From an optimization exercise on the open Yosys and OpenROAD flow, aimed at small area; shortcuts taken in it are not production practice. Only simulation tests tie the RTL to the original design; equivalence was not proved. No activity file was given, so power comes from the tool's default toggle rates.

## sns_lane
module sns_lane (
    input  wire         clk,
    input  wire         rst,
    input  wire         grp_valid,
    input  wire [7:0]   grp,
    input  wire         cfg_we,
    input  wire [2:0]   cfg_slot,
    input  wire [1:0]   cfg_sel,      
    input  wire [23:0]  cfg_wdata,
    output wire         smp_strobe,
    output wire [7:0]   smp_valid,
    output wire [7:0]   smp_ovr,
    output wire [191:0] smp_z,
    output reg          fast_strobe,
    output wire [7:0]   fast_valid,
    output wire [127:0] fast_f,
    output wire [7:0]   stuck
);
Size: roughly 7,000 cells after synthesis, roughly 400 I/O pins, roughly 0.079 mm^2 of cells after synthesis.
==> flow/config.mk <==
export PLATFORM = sky130hd
export DESIGN_NAME = sns_lane
export DESIGN_NICKNAME = sns_lane
export VERILOG_FILES = /design/flow/design.v
export SDC_FILE = /design/flow/constraint.sdc
export NUM_CORES = 8
export LEC_CHECK = 0
export CAP_MARGIN = 20
export CORE_MARGIN = 2
export CORE_UTILIZATION = 80
export CTS_CLUSTER_DIAMETER = 80
export CTS_CLUSTER_SIZE = 26
export SLEW_MARGIN = 20
==> flow/constraint.sdc <==
create_clock -name core_clock -period 14.0 [get_ports {clk}]
set_input_delay 2.8000 -clock core_clock [delete_from_list [all_inputs] [get_ports {clk}]]
set_output_delay 2.8000 -clock core_clock [all_outputs]
set_load 0.01 [all_outputs]
standard.sh (not shown) runs the stock make flow with config.mk's settings and CLKGATE_MAP_FILE= SYNTH_SCRIPT=/design/flow/synth_recipe.tcl, a recipe that flattens the netlist after the stock synthesis.
==> flow/flow/run.sh <==
#!/bin/bash
# The standard layout, with the ports buffered by the smallest buffer
# (sky130_fd_sc_hd__buf_1) instead of the one buffer_ports picks itself.
set -euo pipefail
export BUFFER_PORTS_ARGS="-buffer_cell sky130_fd_sc_hd__buf_1"
bash standard.sh > standard_flow.log 2>&1
The baseline completed without violations.
Change:
CORE_UTILIZATION = 70   (was 80)
Result:
- The new run passed the timing, design-rule and antenna checks
- total power came out lower by about 0.3%
- clock power rises by about 2%
- die area came out higher by about 14%
- setup slack improves by 0.13 ns
- routed wire length decreases by 3.0%
- sequential power barely changes
- maximum frequency rises by 0.95%
- final cell count is higher by 2.4%
- via count is lower by 3.8%

* * *

sns_lane again, from the RTL that the note above started with.
==> flow/config.mk <==
export PLATFORM = sky130hd
export DESIGN_NAME = sns_lane
export DESIGN_NICKNAME = sns_lane
export VERILOG_FILES = /design/flow/design.v
export SDC_FILE = /design/flow/constraint.sdc
export NUM_CORES = 8
export LEC_CHECK = 0
export CAP_MARGIN = 20
export CORE_MARGIN = 2
export CORE_UTILIZATION = 40
export SLEW_MARGIN = 20
==> flow/constraint.sdc <==
create_clock -name core_clock -period 14.0 [get_ports {clk}]
set_input_delay 2.8000 -clock core_clock [delete_from_list [all_inputs] [get_ports {clk}]]
set_output_delay 2.8000 -clock core_clock [all_outputs]
set_load 0.01 [all_outputs]
Scripts as last shown in full above: flow/flow/run.sh
Next try:
==> flow/run.sh (new file) <==
#!/bin/bash
# synth_recipe.tcl (not shown) runs the flow's synth.tcl, then flattens the netlist and writes it again
# the make line also repeats each setting of config.mk as NAME=value (left out here)
make -C /OpenROAD-flow-scripts/flow DESIGN_CONFIG=/design/flow/config.mk WORK_HOME=/design/flow/orfs CLKGATE_MAP_FILE= SYNTH_SCRIPT=/design/flow/synth_recipe.tcl finish
removed: flow/flow/run.sh
removed: flow/standard.sh
The changed run passed the timing, design-rule and antenna checks.
Die area stays the same.
Setup slack improved by 0.070 ns.
Critical path depth went down by 2.
Count of clock-buffer cells in the layout goes up by 8.
Total power went down by 0.67%.
Maximum frequency came out higher by 0.52%.
Combinational power is about the same.
Wire length grows by 0.91%.
Next try:
==> flow/flow/run.sh (new file) <==
#!/bin/bash
# The standard layout, with the ports buffered by the smallest buffer
# (sky130_fd_sc_hd__buf_1) instead of the one buffer_ports picks itself.
set -euo pipefail
export BUFFER_PORTS_ARGS="-buffer_cell sky130_fd_sc_hd__buf_1"
bash standard.sh > standard_flow.log 2>&1
==> flow/standard.sh (new file) <==
#!/bin/bash
# synth_recipe.tcl (not shown) runs the flow's synth.tcl, then flattens the netlist and writes it again
# the make line also repeats each setting of config.mk as NAME=value (left out here)
make -C /OpenROAD-flow-scripts/flow DESIGN_CONFIG=/design/flow/config.mk WORK_HOME=/design/flow/orfs CLKGATE_MAP_FILE= SYNTH_SCRIPT=/design/flow/synth_recipe.tcl "${@:-finish}"
CORE_UTILIZATION = 60   (was 40)
CTS_CLUSTER_DIAMETER = 80   (was unset)
CTS_CLUSTER_SIZE = 26   (was unset)
removed: flow/run.sh
What happened: The new run produced a clean layout; die area shrinks by 33%; final cell count shrinks by 11%; area after synthesis does not change; setup slack loses 0.086 ns; routed wire length shrinks by 6.9%; power shrinks by 14%; count of clock-buffer cells in the layout shrinks by 119; first-iteration DRC count grows by 20%; sequential cell count is unchanged; combinational power shrinks by about 6%.
Next try:
CTS_CLUSTER_SIZE = 30   (was 26)
The changed run went through all stages and came out clean.
Die area is unchanged.
Via count drops by 0.30%.
Final cell count barely changes.
Sequential power is about the same.
Combinational power stays flat.
Non-clock buffer count climbs by 1.
Wire length stays flat.
Utilization is about the same.

## afterwards: timing with drivers on the ports
No port has a modelled driver above. Below, the same layouts with a new extraction and two added sets of constraints. Step 1, drivers: a clkbuf_16 drives clk and a buf_2 each remaining input, both assumed. Step 2 moves the port delays by t, midway between the first and last clock arrival at a register: inputs arrive t later, outputs are due t later. That takes back most of the time a late clock gives input paths. a / b / c = ideal ports / drivers / drivers and shift; a / b = the first two.
| run | t (ns) | setup WS [ns] | cell pins on the clock port's net |
|---|---|---|---|
| the first run of note 1 | 0.783 | 0.189 / 0.189 / 0.189 | 1 |
| the second run of note 1 | 0.776 | 0.319 / 0.319 / 0.319 | 1 |
| the first run of note 2 | 0.916 | 0.324 / 0.324 / 0.324 | 1 |
| the second run of note 2 | 0.926 | 0.395 / 0.395 / 0.395 | 1 |
| the third run of note 2 | 0.818 | 0.309 / 0.309 / 0.309 | 1 |
| the fourth run of note 2 | 0.806 | 0.309 / 0.309 / 0.309 | 1 |
After both steps every run listed still meets setup and hold.
